This is an optimization exercise on Yosys and OpenROAD, whose aim is small area, a short achievable clock period and few clock cycles per item, not a production implementation.
The RTL was checked by simulation tests, not by an equivalence proof against the original design.

<file path="flow/design.v">
module aes_sbox (input wire [7:0] a, output wire [7:0] y);
    wire T1, T2, T3, T4, T5, T6, T7, T8, T9, T10, T11, T12, T13, T14, T15, T16, T17, T18, T19, T20, T21, T22, T23, T24, T25, T26, T27, M1, M2, M3, M4, M5, M6, M7, M8, M9, M10, M11, M12, M13, M14, M15, M16, M17, M18, M19, M20, M21, M22, M23, M24, M25, M26, M27, M28, M29, M30, M31, M32, M33, M34, M35, M36, M37, M38, M39, M40, M41, M42, M43, M44, M45, M46, M47, M48, M49, M50, M51, M52, M53, M54, M55, M56, M57, M58, M59, M60, M61, M62, M63;
    wire U0 = a[7], U1 = a[6], U2 = a[5], U3 = a[4], U4 = a[3], U5 = a[2], U6 = a[1], U7 = a[0];
    assign T1 = U0 ^ U3;
    assign T2 = U0 ^ U5;
    assign T3 = U0 ^ U6;
    assign T4 = U3 ^ U5;
    assign T5 = U4 ^ U6;
    assign T6 = T1 ^ T5;
    assign T7 = U1 ^ U2;
    assign T8 = U7 ^ T6;
    assign T9 = U7 ^ T7;
    assign T10 = T6 ^ T7;
    assign T11 = U1 ^ U5;
    assign T12 = U2 ^ U5;
    assign T13 = T3 ^ T4;
    assign T14 = T6 ^ T11;
    assign T15 = T5 ^ T11;
    assign T16 = T5 ^ T12;
    assign T17 = T9 ^ T16;
    assign T18 = U3 ^ U7;
    assign T19 = T7 ^ T18;
    assign T20 = T1 ^ T19;
    assign T21 = U6 ^ U7;
    assign T22 = T7 ^ T21;
    assign T23 = T2 ^ T22;
    assign T24 = T2 ^ T10;
    assign T25 = T20 ^ T17;
    assign T26 = T3 ^ T16;
    assign T27 = T1 ^ T12;
    assign M1 = T13 & T6;
    assign M2 = T23 & T8;
    assign M3 = T14 ^ M1;
    assign M4 = T19 & U7;
    assign M5 = M4 ^ M1;
    assign M6 = T3 & T16;
    assign M7 = T22 & T9;
    assign M8 = T26 ^ M6;
    assign M9 = T20 & T17;
    assign M10 = M9 ^ M6;
    assign M11 = T1 & T15;
    assign M12 = T4 & T27;
    assign M13 = M12 ^ M11;
    assign M14 = T2 & T10;
    assign M15 = M14 ^ M11;
    assign M16 = M3 ^ M2;
    assign M17 = M5 ^ T24;
    assign M18 = M8 ^ M7;
    assign M19 = M10 ^ M15;
    assign M20 = M16 ^ M13;
    assign M21 = M17 ^ M15;
    assign M22 = M18 ^ M13;
    assign M23 = M19 ^ T25;
    assign M24 = M22 ^ M23;
    assign M25 = M22 & M20;
    assign M26 = M21 ^ M25;
    assign M27 = M20 ^ M21;
    assign M28 = M23 ^ M25;
    assign M29 = M28 & M27;
    assign M30 = M26 & M24;
    assign M31 = M20 & M23;
    assign M32 = M27 & M31;
    assign M33 = M27 ^ M25;
    assign M34 = M21 & M22;
    assign M35 = M24 & M34;
    assign M36 = M24 ^ M25;
    assign M37 = M21 ^ M29;
    assign M38 = M32 ^ M33;
    assign M39 = M23 ^ M30;
    assign M40 = M35 ^ M36;
    assign M41 = M38 ^ M40;
    assign M42 = M37 ^ M39;
    assign M43 = M37 ^ M38;
    assign M44 = M39 ^ M40;
    assign M45 = M42 ^ M41;
    assign M46 = M44 & T6;
    assign M47 = M40 & T8;
    assign M48 = M39 & U7;
    assign M49 = M43 & T16;
    assign M50 = M38 & T9;
    assign M51 = M37 & T17;
    assign M52 = M42 & T15;
    assign M53 = M45 & T27;
    assign M54 = M41 & T10;
    assign M55 = M44 & T13;
    assign M56 = M40 & T23;
    assign M57 = M39 & T19;
    assign M58 = M43 & T3;
    assign M59 = M38 & T22;
    assign M60 = M37 & T20;
    assign M61 = M42 & T1;
    assign M62 = M45 & T4;
    assign M63 = M41 & T2;
    wire B18 = M61 ^ M62;
    wire B19 = M56 ^ B18;
    wire B20 = M48 ^ M58;
    wire B21 = M47 ^ M55;
    wire B22 = M46 ^ M49;
    wire B23 = M50 ^ M53;
    wire B24 = M54 ^ M60;
    wire B25 = M46 ^ M52;
    wire B26 = M51 ^ M59;
    wire B27 = B20 ^ B22;
    wire B28 = M50 ^ B21;
    wire B29 = B18 ^ B26;
    wire B30 = B19 ^ B23;
    wire B31 = B19 ^ B28;
    wire B32 = B27 ^ B29;
    wire B33 = M54 ^ M58;
    wire B34 = B33 ^ B23;
    wire B35 = B34 ^ B29;
    wire B36 = M57 ^ B24;
    wire B37 = B36 ^ B27;
    wire B38 = B37 ^ B30;
    wire B39 = M48 ^ M51;
    wire B40 = B39 ^ B31;
    wire B41 = B22 ^ B31;
    wire B42 = M61 ^ M63;
    wire B43 = B20 ^ B24;
    wire B44 = B25 ^ B42;
    wire B45 = B43 ^ B44;
    wire B46 = M53 ^ B21;
    wire B47 = B25 ^ B19;
    wire B48 = B46 ^ B47;
    wire B49 = M49 ^ M52;
    wire B50 = M55 ^ B49;
    wire B51 = B50 ^ B30;
    assign y[0] = ~B32;
    assign y[1] = ~B35;
    assign y[2] = B38;
    assign y[3] = B40;
    assign y[4] = B41;
    assign y[5] = ~B45;
    assign y[6] = ~B48;
    assign y[7] = B51;
endmodule
module aes_ginv (input wire [7:0] a, output wire [7:0] y);
    wire T1, T2, T3, T4, T5, T6, T7, T8, T9, T10, T11, T12, T13, T14, T15, T16, T17, T18, T19, T20, T21, T22, T23, T24, T25, T26, T27, M1, M2, M3, M4, M5, M6, M7, M8, M9, M10, M11, M12, M13, M14, M15, M16, M17, M18, M19, M20, M21, M22, M23, M24, M25, M26, M27, M28, M29, M30, M31, M32, M33, M34, M35, M36, M37, M38, M39, M40, M41, M42, M43, M44, M45, M46, M47, M48, M49, M50, M51, M52, M53, M54, M55, M56, M57, M58, M59, M60, M61, M62, M63;
    wire U0 = a[7], U1 = a[6], U2 = a[5], U3 = a[4], U4 = a[3], U5 = a[2], U6 = a[1], U7 = a[0];
    assign T1 = U0 ^ U3;
    assign T2 = U0 ^ U5;
    assign T3 = U0 ^ U6;
    assign T4 = U3 ^ U5;
    assign T5 = U4 ^ U6;
    assign T6 = T1 ^ T5;
    assign T7 = U1 ^ U2;
    assign T8 = U7 ^ T6;
    assign T9 = U7 ^ T7;
    assign T10 = T6 ^ T7;
    assign T11 = U1 ^ U5;
    assign T12 = U2 ^ U5;
    assign T13 = T3 ^ T4;
    assign T14 = T6 ^ T11;
    assign T15 = T5 ^ T11;
    assign T16 = T5 ^ T12;
    assign T17 = T9 ^ T16;
    assign T18 = U3 ^ U7;
    assign T19 = T7 ^ T18;
    assign T20 = T1 ^ T19;
    assign T21 = U6 ^ U7;
    assign T22 = T7 ^ T21;
    assign T23 = T2 ^ T22;
    assign T24 = T2 ^ T10;
    assign T25 = T20 ^ T17;
    assign T26 = T3 ^ T16;
    assign T27 = T1 ^ T12;
    assign M1 = T13 & T6;
    assign M2 = T23 & T8;
    assign M3 = T14 ^ M1;
    assign M4 = T19 & U7;
    assign M5 = M4 ^ M1;
    assign M6 = T3 & T16;
    assign M7 = T22 & T9;
    assign M8 = T26 ^ M6;
    assign M9 = T20 & T17;
    assign M10 = M9 ^ M6;
    assign M11 = T1 & T15;
    assign M12 = T4 & T27;
    assign M13 = M12 ^ M11;
    assign M14 = T2 & T10;
    assign M15 = M14 ^ M11;
    assign M16 = M3 ^ M2;
    assign M17 = M5 ^ T24;
    assign M18 = M8 ^ M7;
    assign M19 = M10 ^ M15;
    assign M20 = M16 ^ M13;
    assign M21 = M17 ^ M15;
    assign M22 = M18 ^ M13;
    assign M23 = M19 ^ T25;
    assign M24 = M22 ^ M23;
    assign M25 = M22 & M20;
    assign M26 = M21 ^ M25;
    assign M27 = M20 ^ M21;
    assign M28 = M23 ^ M25;
    assign M29 = M28 & M27;
    assign M30 = M26 & M24;
    assign M31 = M20 & M23;
    assign M32 = M27 & M31;
    assign M33 = M27 ^ M25;
    assign M34 = M21 & M22;
    assign M35 = M24 & M34;
    assign M36 = M24 ^ M25;
    assign M37 = M21 ^ M29;
    assign M38 = M32 ^ M33;
    assign M39 = M23 ^ M30;
    assign M40 = M35 ^ M36;
    assign M41 = M38 ^ M40;
    assign M42 = M37 ^ M39;
    assign M43 = M37 ^ M38;
    assign M44 = M39 ^ M40;
    assign M45 = M42 ^ M41;
    assign M46 = M44 & T6;
    assign M47 = M40 & T8;
    assign M48 = M39 & U7;
    assign M49 = M43 & T16;
    assign M50 = M38 & T9;
    assign M51 = M37 & T17;
    assign M52 = M42 & T15;
    assign M53 = M45 & T27;
    assign M54 = M41 & T10;
    assign M55 = M44 & T13;
    assign M56 = M40 & T23;
    assign M57 = M39 & T19;
    assign M58 = M43 & T3;
    assign M59 = M38 & T22;
    assign M60 = M37 & T20;
    assign M61 = M42 & T1;
    assign M62 = M45 & T4;
    assign M63 = M41 & T2;
    wire B18 = M52 ^ M61;
    wire B19 = M59 ^ B18;
    wire B20 = M58 ^ M62;
    wire B21 = M47 ^ M50;
    wire B22 = M54 ^ B20;
    wire B23 = M48 ^ M56;
    wire B24 = M57 ^ M63;
    wire B25 = M50 ^ M53;
    wire B26 = M46 ^ M51;
    wire B27 = M49 ^ M60;
    wire B28 = B21 ^ B27;
    wire B29 = B19 ^ B22;
    wire B30 = B23 ^ B28;
    wire B31 = B19 ^ B25;
    wire B32 = M55 ^ M61;
    wire B33 = B32 ^ B24;
    wire B34 = M49 ^ B20;
    wire B35 = B34 ^ B31;
    wire B36 = B21 ^ B26;
    wire B37 = B36 ^ B29;
    wire B38 = M58 ^ B23;
    wire B39 = B24 ^ B26;
    wire B40 = B38 ^ B39;
    wire B41 = B40 ^ B31;
    wire B42 = M46 ^ M48;
    wire B43 = B42 ^ B29;
    wire B44 = M57 ^ B18;
    wire B45 = B22 ^ B44;
    wire B46 = B45 ^ B30;
    wire B47 = M54 ^ M55;
    wire B48 = M63 ^ B47;
    wire B49 = B48 ^ B19;
    wire B50 = B49 ^ B30;
    wire B51 = M49 ^ M51;
    wire B52 = B51 ^ B29;
    assign y[0] = B33;
    assign y[1] = B35;
    assign y[2] = B37;
    assign y[3] = B41;
    assign y[4] = B43;
    assign y[5] = B46;
    assign y[6] = B50;
    assign y[7] = B52;
endmodule
module aes128_engine (
    input  wire         clk,
    input  wire         rst,         
    input  wire         in_valid,
    output wire         in_ready,
    input  wire         in_decrypt,  
    input  wire [127:0] in_key,
    input  wire [127:0] in_block,
    output reg          out_valid,
    output wire [127:0] out_block
);
    reg [127:0] st_r;       
    reg [127:0] st_p;       
    reg [127:0] key_r;      
    reg [127:0] key_p;      
    reg [127:0] key_x;      
    reg [127:0] out_q;      
    reg         v_r, v_p;   
    reg         dec_r, dec_p;
    reg         encm_p;     
    reg         decm_p;     
    reg         encl_p;     
    reg         decl_p;     
    reg [7:0]   rc_r, rc_p;   
    reg [1:0]   kx_st;      
    reg [7:0]   kx_rc;        
    reg         rdy_q;      
    reg         ld_q;       
    reg         dec_q;      
    localparam [1:0] KX_IDLE = 2'd0,
                     KX_RUN  = 2'd1,
                     KX_DONE = 2'd2;
    assign in_ready  = rdy_q;
    assign out_block = out_q;
    wire acc = in_valid && rdy_q;
    function [7:0] xt_inv;   
        input [7:0] b;
        xt_inv = {1'b0, b[7:1]} ^ (b[0] ? 8'h8d : 8'h00);
    endfunction
    function [127:0] shift_rows;
        input [127:0] s;
        integer r, c;
        begin
            for (c = 0; c < 4; c = c + 1)
                for (r = 0; r < 4; r = r + 1)
                    shift_rows[127-8*(4*c+r) -: 8] = s[127-8*(4*((c+r)%4)+r) -: 8];
        end
    endfunction
    function [127:0] inv_shift_rows;
        input [127:0] s;
        integer r, c;
        begin
            for (c = 0; c < 4; c = c + 1)
                for (r = 0; r < 4; r = r + 1)
                    inv_shift_rows[127-8*(4*c+r) -: 8] = s[127-8*(4*((c+4-r)%4)+r) -: 8];
        end
    endfunction
    function [127:0] pre;
        input [127:0] s;
        integer n;
        reg [7:0] b;
        begin
            for (n = 0; n < 16; n = n + 1) begin
                b = s[8*n +: 8];
                pre[8*n +: 8] = {b[6:0], b[7]} ^ {b[4:0], b[7:5]} ^ {b[1:0], b[7:2]}
                                ^ 8'h05;
            end
        end
    endfunction
    function [127:0] aff;
        input [127:0] s;
        integer n;
        reg [7:0] b;
        begin
            for (n = 0; n < 16; n = n + 1) begin
                b = s[8*n +: 8];
                aff[8*n +: 8] = b ^ {b[6:0], b[7]} ^ {b[5:0], b[7:6]} ^ {b[4:0], b[7:5]}
                                ^ {b[3:0], b[7:4]} ^ 8'h63;
            end
        end
    endfunction
    function [7:0] xt;   
        input [7:0] b;
        xt = {b[6:0], 1'b0} ^ (b[7] ? 8'h1b : 8'h00);
    endfunction
    function [31:0] mixcol;
        input [31:0] c;   
        reg [7:0] s0, s1, s2, s3;
        begin
            s0 = c[31:24]; s1 = c[23:16]; s2 = c[15:8]; s3 = c[7:0];
            mixcol[31:24] = xt(s0 ^ s1) ^ s1 ^ s2 ^ s3;
            mixcol[23:16] = xt(s1 ^ s2) ^ s2 ^ s3 ^ s0;
            mixcol[15:8]  = xt(s2 ^ s3) ^ s3 ^ s0 ^ s1;
            mixcol[7:0]   = xt(s3 ^ s0) ^ s0 ^ s1 ^ s2;
        end
    endfunction
    function [7:0] pre_lin8;
        input [7:0] b;
        pre_lin8 = {b[6:0], b[7]} ^ {b[4:0], b[7:5]} ^ {b[1:0], b[7:2]};
    endfunction
    function [31:0] pre_q;
        input [31:0] c;
        reg [7:0] s0, s1, s2, s3, u, v;
        begin
            s0 = c[31:24]; s1 = c[23:16]; s2 = c[15:8]; s3 = c[7:0];
            u = pre_lin8(xt(xt(s0 ^ s2)));
            v = pre_lin8(xt(xt(s1 ^ s3)));
            pre_q = {pre_lin8(s0) ^ u, pre_lin8(s1) ^ v,
                     pre_lin8(s2) ^ u, pre_lin8(s3) ^ v} ^ {4{8'h05}};
        end
    endfunction
    genvar i;
    wire [127:0] sb;      
    generate
        for (i = 0; i < 16; i = i + 1) begin : g_sbox
            aes_ginv u_ginv (.a(st_r[127-8*i -: 8]), .y(sb[127-8*i -: 8]));
        end
    endgenerate
    wire [31:0] w0 = key_r[127:96];
    wire [31:0] w1 = key_r[95:64];
    wire [31:0] w2 = key_r[63:32];
    wire [31:0] w3 = key_r[31:0];
    wire [31:0] ks_rot = {w3[23:0], w3[31:24]};
    wire [31:0] ks_out;
    generate
        for (i = 0; i < 4; i = i + 1) begin : g_ksbox
            aes_sbox u_sbox (.a(ks_rot[8*i +: 8]), .y(ks_out[8*i +: 8]));
        end
    endgenerate
    wire [31:0]  kt     = ks_out ^ {rc_r, 24'h000000};
    wire [31:0]  nw0    = w0 ^ kt;
    wire [31:0]  nw1    = (w0 ^ w1) ^ kt;
    wire [31:0]  nw2    = (w0 ^ w1 ^ w2) ^ kt;
    wire [31:0]  nw3    = (w0 ^ w1 ^ w2 ^ w3) ^ kt;
    wire [127:0] k_next = dec_r ? {nw0, w1 ^ w0, w2 ^ w1, w3}
                                : {nw0, nw1, nw2, nw3};
    wire [127:0] rkey = key_p;
    wire [127:0] sbe  = aff(st_p);           
    wire [127:0] yk   = st_p ^ rkey;         
    wire [127:0] m_in = dec_p ? yk : sbe;
    wire [127:0] mc;
    wire [127:0] pq;
    generate
        for (i = 0; i < 4; i = i + 1) begin : g_mix
            assign mc[127-32*i -: 32] = mixcol(m_in[127-32*i -: 32]);
            assign pq[127-32*i -: 32] = pre_q(mc[127-32*i -: 32]);
        end
    endgenerate
    wire         last_p  = encl_p || decl_p;
    wire         last_r  = dec_r ? (rc_r == 8'h01) : (rc_r == 8'h36);
    wire [127:0] enc_mid = shift_rows(mc ^ rkey);
    wire [127:0] dec_mid = inv_shift_rows(pq);
    wire [127:0] st_next = ({128{encm_p}} & enc_mid) | ({128{decm_p}} & dec_mid);
    wire [31:0] x0 = key_x[127:96];
    wire [31:0] x1 = key_x[95:64];
    wire [31:0] x2 = key_x[63:32];
    wire [31:0] x3 = key_x[31:0];
    wire [31:0] xs_rot = {x3[23:0], x3[31:24]};
    wire [31:0] xs_out;
    generate
        for (i = 0; i < 4; i = i + 1) begin : g_xsbox
            aes_sbox u_sbox (.a(xs_rot[8*i +: 8]), .y(xs_out[8*i +: 8]));
        end
    endgenerate
    wire [31:0]  xt0    = xs_out ^ {kx_rc, 24'h000000};
    wire [31:0]  nx0    = x0 ^ xt0;
    wire [31:0]  nx1    = (x0 ^ x1) ^ xt0;
    wire [31:0]  nx2    = (x0 ^ x1 ^ x2) ^ xt0;
    wire [31:0]  nx3    = (x0 ^ x1 ^ x2 ^ x3) ^ xt0;
    wire [1:0] kx_st_next =
        (kx_st == KX_IDLE) ? ((in_valid && in_decrypt) ? KX_RUN : KX_IDLE) :
        (kx_st == KX_RUN)  ? ((kx_rc == 8'h36) ? KX_DONE : KX_RUN) :
                             ((acc) ? KX_IDLE : KX_DONE);
    wire ld_next = (!v_r || last_r) && !acc
                   && (!in_decrypt || kx_st_next == KX_DONE);
    always @(posedge clk) begin
        if (rst) begin
            v_r       <= 1'b0;
            v_p       <= 1'b0;
            out_valid <= 1'b0;
            rdy_q     <= 1'b0;
            kx_st     <= KX_IDLE;
        end else begin
            v_p       <= v_r;
            out_valid <= v_p && last_p;
            kx_st     <= kx_st_next;
            rdy_q     <= ld_next && in_valid;
            if (acc)
                v_r <= 1'b1;
            else
                v_r <= v_p && !last_p;
        end
    end
    always @(posedge clk) begin
        ld_q  <= ld_next;
        dec_q <= in_decrypt;
        dec_p <= dec_r;
        encm_p <= v_r && !dec_r && (rc_r != 8'h36);
        decm_p <= v_r && dec_r && (rc_r != 8'h01);
        encl_p <= !dec_r && (rc_r == 8'h36);
        decl_p <= dec_r && (rc_r == 8'h01);
        rc_p  <= rc_r;
        if (ld_q) begin
            dec_r <= dec_q;
            rc_r  <= dec_q ? 8'h36 : 8'h01;
        end else begin
            dec_r <= dec_p;
            rc_r  <= dec_p ? xt_inv(rc_p) : xt(rc_p);
        end
        if (kx_st == KX_RUN)
            kx_rc <= xt(kx_rc);
        else
            kx_rc <= 8'h01;
    end
    always @(posedge clk) begin
        st_p  <= sb;
        key_p <= k_next;
        out_q <= m_in ^ (rkey & {128{encl_p}});
        st_r <= ({128{ld_q}} & (dec_q ? pre(inv_shift_rows(in_block ^ key_x))
                                      : shift_rows(in_block ^ key_x)))
                | st_next;
        if (ld_q)
            key_r <= {key_x[127:32], key_x[31:0] ^ (dec_q ? key_x[63:32] : 32'h0)};
        else
            key_r <= {key_p[127:32], key_p[31:0] ^ (decm_p ? key_p[63:32] : 32'h0)};
        case (kx_st)
            KX_IDLE: key_x <= in_key;
            KX_RUN:  key_x <= {nx0, nx1, nx2, nx3};
            default: key_x <= key_x;
        endcase
    end
endmodule
</file>
<file path="flow/flow/run.sh">
#!/bin/bash
# Own layout flow: the standard ORFS flow, with three changes:
#  1. synthesis is the standard synthesis script, except that ABC maps
#     the logic with the script in flow/map.abc (instead of ORFS's
#     abc_speed/abc_area script); registers, their names and cell types
#     are untouched;
#  2. timing repair (repair_timing in floorplan, CTS and global route)
#     aims at a setup slack margin of flow/margin.txt ns, which makes it
#     work towards a shorter achieved period than the 15 ns clock;
#  3. the port buffers that placement inserts on every input and output
#     are sky130_fd_sc_hd__buf_2 cells.
# Each tool's full output goes to a log file of its own in this folder.
set -euo pipefail
here=$(pwd)
margin=$(cat flow/margin.txt)

sed 's|log_cmd abc {\*}\$abc_args|log_cmd abc -script $::env(OWN_ABC_SCRIPT) {*}[lrange $abc_args 2 end]|' \
    "$FLOW_HOME/scripts/synth.tcl" > own_synth_core.tcl
grep -q 'OWN_ABC_SCRIPT' own_synth_core.tcl
sed "s|source \$::env(SCRIPTS_DIR)/synth.tcl|source $here/own_synth_core.tcl|" \
    synth_recipe.tcl > own_synth.tcl
grep -q 'own_synth_core.tcl' own_synth.tcl
export OWN_ABC_SCRIPT=$here/flow/map.abc

bash standard.sh SYNTH_SCRIPT=$here/own_synth.tcl synth > synth.log 2>&1
bash standard.sh SYNTH_SCRIPT=$here/own_synth.tcl SETUP_SLACK_MARGIN=$margin \
    "BUFFER_PORTS_ARGS=-buffer_cell sky130_fd_sc_hd__buf_2" > layout.log 2>&1
test -s out/final.def
</file>
<file path="flow/flow/map.abc">
&get -n
&st
&dch
&nf
&put
buffer -c
topo
stime -c
upsize -c
dnsize -c
</file>
<file path="flow/flow/margin.txt">
10
</file>
<file path="flow/standard.sh">
#!/bin/bash
# synth_recipe.tcl (not shown) runs the flow's synth.tcl, then flattens the netlist and writes it again
# the make line also repeats each setting of config.mk as NAME=value (left out here)
make -C /OpenROAD-flow-scripts/flow DESIGN_CONFIG=/design/flow/config.mk WORK_HOME=/design/flow/orfs CLKGATE_MAP_FILE= SYNTH_SCRIPT=/design/flow/synth_recipe.tcl "${@:-finish}"
</file>
<file path="flow/config.mk">
export PLATFORM = sky130hd
export DESIGN_NAME = aes128_engine
export DESIGN_NICKNAME = aes128_engine
export VERILOG_FILES = /design/flow/design.v
export SDC_FILE = /design/flow/constraint.sdc
export NUM_CORES = 8
export LEC_CHECK = 0
export CAP_MARGIN = 30
export CORE_MARGIN = 2
export CORE_UTILIZATION = 55
export PLACE_DENSITY = 0.65
export SLEW_MARGIN = 20
</file>
<file path="flow/constraint.sdc">
create_clock -name core_clock -period 15.0 [get_ports {clk}]
set_input_delay 3.0000 -clock core_clock [delete_from_list [all_inputs] [get_ports {clk}]]
set_output_delay 3.0000 -clock core_clock [all_outputs]
set_load 0.01 [all_outputs]
</file>
==> out/summary.log <==
qor: synth.synth-async-reset-ratio 0%
qor: sta.final-max-slew-violation-count 0
qor: clock_tree.max-clock-path-buffers 3
qor: synth.synthDistinctLibCells 80
qor: synth.postSynthRegisterBits 806
qor: clock_tree.cts_tree done
qor: sta.finalHoldViolCount 0
qor: finish.share_of_the_core_filled_with_cells_in_the_final_layout 64.60%
qor: synth.syn-cell-area 70850 sq um
qor: route.drc 0
qor: floorplan.die_area 131700 sq um
qor: finish.most_frequent_cells_in_the_layout sky130_fd_sc_hd__xnor2_1 (2394), sky130_fd_sc_hd__xor2_1 (1223), sky130_fd_sc_hd__dfxtp_1 (646), sky130_fd_sc_hd__nor2_1 (634), sky130_fd_sc_hd__nand2_1 (566)
qor: floorplan.effective_utilization_at_floorplan 55.49%
qor: placed_design.buffer_ports.inserted 389
qor: synth.yosysWarningCount 1
qor: floorplan.num_rows 131
qor: job.number_of_max_capacitance_violations_reported 0
qor: worst_hold_path.hold_path.class reg -> reg
qor: setup_path.worstSetupStartpointType register
qor: sta.achievable-frequency 195.3 MHz
qor: global_route.global_route.usage.met3 7.397%
qor: route.dr_total_vias 58.07k
qor: finish.commonest_non_fill_non_tap_cell_in_the_layout sky130_fd_sc_hd__xnor2_1
qor: finish.final_net_count 8699
qor: global_route.grt_pass1_vias 54.57k
qor: setup_path.critPathRequiredTime 15.54 ns
qor: clock_tree.cts_buffer_count 94
qor: route.vias_per_cell 5.726
qor: sta.final.period_utilization 34.14%
qor: synth.synth_edf_count 128
qor: clock_tree.clock_tree.htree_level_count 3
qor: route.final_antenna_net_count 0
qor: synth.sequential_to_total_area_share_from_yosys_stat 24.58%
qor: global_route.grt_use_met1 55.16%
qor: floorplan.chipWidth 362.9 um
qor: setup_path.crit_arrival 5.67 ns
qor: setup_path.critPathMaxFanout 90
qor: placed_design.globalplace.congestion 1.055
qor: global_route.gr-total-overflow 0
qor: global_route.grt_antenna_before_repair 13
qor: outcome.outcome timing/DRC/antenna clean
qor: global_route.gr-usage-all-layers 39.77%
qor: sta.clock-skew-final 0.04760 ns
qor: sta.final_setup_violation_count 0
qor: global_route.global_route.peak_usage_layer met2
qor: synth.synth_area_per_cell 9.025 sq um
qor: floorplan.floorplan.io_pins 390
qor: global_route.pin_count_of_the_biggest_net_entering_global_routing 98
qor: finish.area_delta_synth_final 16.42%
qor: sta.worst_slew_pin_slew 1.118 ns
qor: clock_tree.register_clock_pin_slew_on_the_reported_worst_setup_and_hold_paths 0.06 ns
qor: floorplan.floorplan.core_area 127700 sq um
qor: setup_path.endpoint_kind register
qor: sta.rsz0062_at_grt yes
qor: route.firstDrtPassIters 8
qor: setup_path.timing_worst_setup_path_type reg -> reg
qor: clock_tree.worstSkewPairLatency 0.73 ns
qor: global_route.wire_length_of_the_first_global_routing_pass 380200 um
qor: clock_tree.tritoncts_num_sinks 806
qor: synth.postSynthNetCount 8159
qor: sta.fin_tns_setup 0 ns
qor: placed_design.dp_hpwl 219900 um
qor: clock_tree.ctsHoldBuffers 0
qor: clock_tree.ctsRootBufferMaster sky130_fd_sc_hd__clkbuf_16
qor: route.drt-wirelength-per-cell 26.95 um
qor: sta.final.min_clock_period 5.121 ns
qor: synth.synth_flop_cell sky130_fd_sc_hd__dfxtp_1
qor: route.detail_route.iter0.violations 6838
qor: finish.layout-drive-gt1-share 16.68%
qor: route.wl 273300 um
qor: synth.postSynthCellCount 7851
qor: sta.slew_headroom 24.96%
qor: floorplan.die_h 362.9 um
qor: global_route.gr-usage-met2 59.53%
## cells in the mapped netlist, types with 5 or more instances
| library cell | count | area (sq um) |
|---|---|---|
| sky130_fd_sc_hd__xnor2_1 | 2607 | 22830 |
| sky130_fd_sc_hd__xor2_1 | 1285 | 11250 |
| sky130_fd_sc_hd__dfxtp_1 | 678 | 13570 |
| sky130_fd_sc_hd__nor2_1 | 645 | 2421 |
| sky130_fd_sc_hd__nand2_1 | 568 | 2132 |
| sky130_fd_sc_hd__a21oi_1 | 421 | 2107 |
| sky130_fd_sc_hd__o21ai_0 | 258 | 1291 |
| sky130_fd_sc_hd__clkbuf_1 | 156 | 585.6 |
| sky130_fd_sc_hd__edfxtp_1 | 128 | 3844 |
| sky130_fd_sc_hd__xnor3_1 | 122 | 2748 |
| sky130_fd_sc_hd__mux2_2 | 99 | 1115 |
| sky130_fd_sc_hd__inv_1 | 69 | 259.0 |
| sky130_fd_sc_hd__nor2b_1 | 67 | 419.2 |
| sky130_fd_sc_hd__and2_1 | 63 | 394.1 |
| sky130_fd_sc_hd__a22oi_1 | 55 | 412.9 |
| sky130_fd_sc_hd__ha_1 | 48 | 600.6 |
| sky130_fd_sc_hd__o211ai_1 | 46 | 345.3 |
| sky130_fd_sc_hd__a21o_1 | 45 | 337.8 |
| sky130_fd_sc_hd__o22ai_1 | 45 | 281.5 |
| sky130_fd_sc_hd__o21ai_1 | 42 | 210.2 |
| sky130_fd_sc_hd__buf_2 | 37 | 185.2 |
| sky130_fd_sc_hd__nand2b_1 | 34 | 212.7 |
| sky130_fd_sc_hd__buf_1 | 32 | 120.1 |
| sky130_fd_sc_hd__nand3_1 | 28 | 140.1 |
| sky130_fd_sc_hd__xnor2_2 | 24 | 390.4 |
| sky130_fd_sc_hd__nor3_1 | 23 | 115.1 |
| sky130_fd_sc_hd__xor3_1 | 18 | 427.9 |
| sky130_fd_sc_hd__o221ai_1 | 16 | 140.1 |
| sky130_fd_sc_hd__mux2i_1 | 15 | 150.1 |
| sky130_fd_sc_hd__xor2_2 | 13 | 211.5 |
| sky130_fd_sc_hd__o21a_1 | 11 | 82.58 |
| sky130_fd_sc_hd__a21boi_0 | 10 | 75.07 |
| sky130_fd_sc_hd__o211a_1 | 10 | 100.1 |
| sky130_fd_sc_hd__or2_2 | 10 | 62.56 |
| sky130_fd_sc_hd__or3_1 | 10 | 62.56 |
| sky130_fd_sc_hd__xnor3_2 | 9 | 214.0 |
| sky130_fd_sc_hd__a211o_1 | 8 | 70.07 |
| sky130_fd_sc_hd__and3_1 | 8 | 50.05 |
| sky130_fd_sc_hd__a221oi_1 | 7 | 61.31 |
| sky130_fd_sc_hd__buf_4 | 7 | 52.55 |
| sky130_fd_sc_hd__a221o_1 | 5 | 50.05 |
| sky130_fd_sc_hd__xnor2_4 | 5 | 137.6 |
## flip-flops by register name, indices dropped and copies added (netlist names), 2 cells and up
signal,flops
key_p,128
key_r,128
key_x,128
kx_rc,8
kx_st,2
out_q,128
rc_p,8
rc_r,8
st_p,128
st_r,128
## per-layer routing
layer / routed length [um] / part of all wire [%] / vias up
li1: - / - / 26400
met1: 113400 / 42 / 27940
met2: 116100 / 42 / 3144
met3: 27990 / 10 / 582
met4: 15730 / 5.8 / 6
met5: 39 / 0.014 / -
## worst max-delay path, cell delays in order, from the launching register on
cell and delay, ns:
sky130_fd_sc_hd__dfxtp_4 0.68, sky130_fd_sc_hd__buf_8 0.51, sky130_fd_sc_hd__o21ai_0 0.27, sky130_fd_sc_hd__xor2_2 0.41
sky130_fd_sc_hd__xor2_1 0.22, sky130_fd_sc_hd__xnor2_1 0.12, sky130_fd_sc_hd__xnor2_2 0.46, sky130_fd_sc_hd__xor2_1 0.30
sky130_fd_sc_hd__xor2_1 0.40, sky130_fd_sc_hd__xnor2_1 0.18, sky130_fd_sc_hd__xor2_1 0.34, sky130_fd_sc_hd__xnor2_1 0.23
sky130_fd_sc_hd__a22oi_2 0.46, sky130_fd_sc_hd__o211ai_1 0.27
## cells by family (layout without fill, tap and decap cells)
group | after synthesis | in the layout | share of synthesized area [%]
xor+xnor | 4085 | 4086 | 54.02
simple gates | 1481 | 1481 | 8.764
compound gates | 1015 | 1015 | 8.300
flops | 806 | 806 | 24.58
buf+inv | 302 | 922 | 1.704
mux | 114 | 114 | 1.785
fa+ha+maj | 48 | 48 | 0.8477
other cells | 0 | 7 | 0
## final timing paths
path | slack, ns | depth (start not counted) | start | endpoint
max | 9.88 | 13 | dec_p$_DFF_P_ | st_r[21]$_DFF_P_
min | 0.38 | 0 | rc_r[7]$_SDFF_PP0_ | rc_p[7]$_DFF_P_
max reg2reg | 9.88 | 13 | dec_p$_DFF_P_ | st_r[21]$_DFF_P_
min reg2reg | 0.38 | 0 | rc_r[7]$_SDFF_PP0_ | rc_p[7]$_DFF_P_
## layout make-up
cell class                 count  area (sq um)
timing repair buffer         676          4200
tap                         1662          2079
inverter                      69         262.8
clock inverter                55         693.2
antenna                        7         17.52
clock buffer                 122          2554
sequential                   806         17480
fill                       10630         45200
multi-input combinational   6744         55200
## timing repair
| action | CTS | global route |
|---|---|---|
| endpoints found under the setup margin | 266 | 244 |
| gates cloned | 0 | 1 |
| setup buffers | 54 | 96 |
| pin swaps | 17 | 114 |
| gates resized for setup | 130 | 336 |
## stage by stage
| step | setup slack [ns] | std cells | area, sq um | hold WS, ns |
|---|---|---|---|---|
| final | 9.879 | 10140 | 82490 | 0.3776 |
| after global routing | 9.768 | 10140 | 82470 | 0.3781 |
| after CTS | 9.991 | 10040 | 79510 | 0.3781 |
| after detailed placement | 8.968 | 9805 | 75010 | 0.3844 |
| after global placement | 8.928 | 9784 | 74860 | 0.3877 |
| after floorplan | 10.25 | 7851 | 70850 | 0.3290 |
Testbench counts, summed over its fixed seeds: cycles 13,290, items 1,280.

static timing again, ports no longer ideal:
Ports are ideal in the flow. The routed layout listed here was re-timed in OpenROAD.
Step 1 sets driving cells, clkbuf_16 on the clock port and buf_2 on the other inputs (assumed; they add their load-dependent delay and slew).
Step 2 moves the port delays by t, midway between the first and last clock arrival at a register: inputs arrive t later, outputs are due t later. That takes back most of the time a late clock gives input paths.
a / b / c = no drivers / after step 1 / after step 2; a / b = the first two.
t, ns: 0.791
setup WS [ns]: 9.879 / 9.879 / 9.645
worst data-port slew with drivers (ns): 0.11
After both steps setup and hold are still met in this run. The setup slack of this run moves by 0.000 ns with the drivers and by -0.234 ns with both steps.
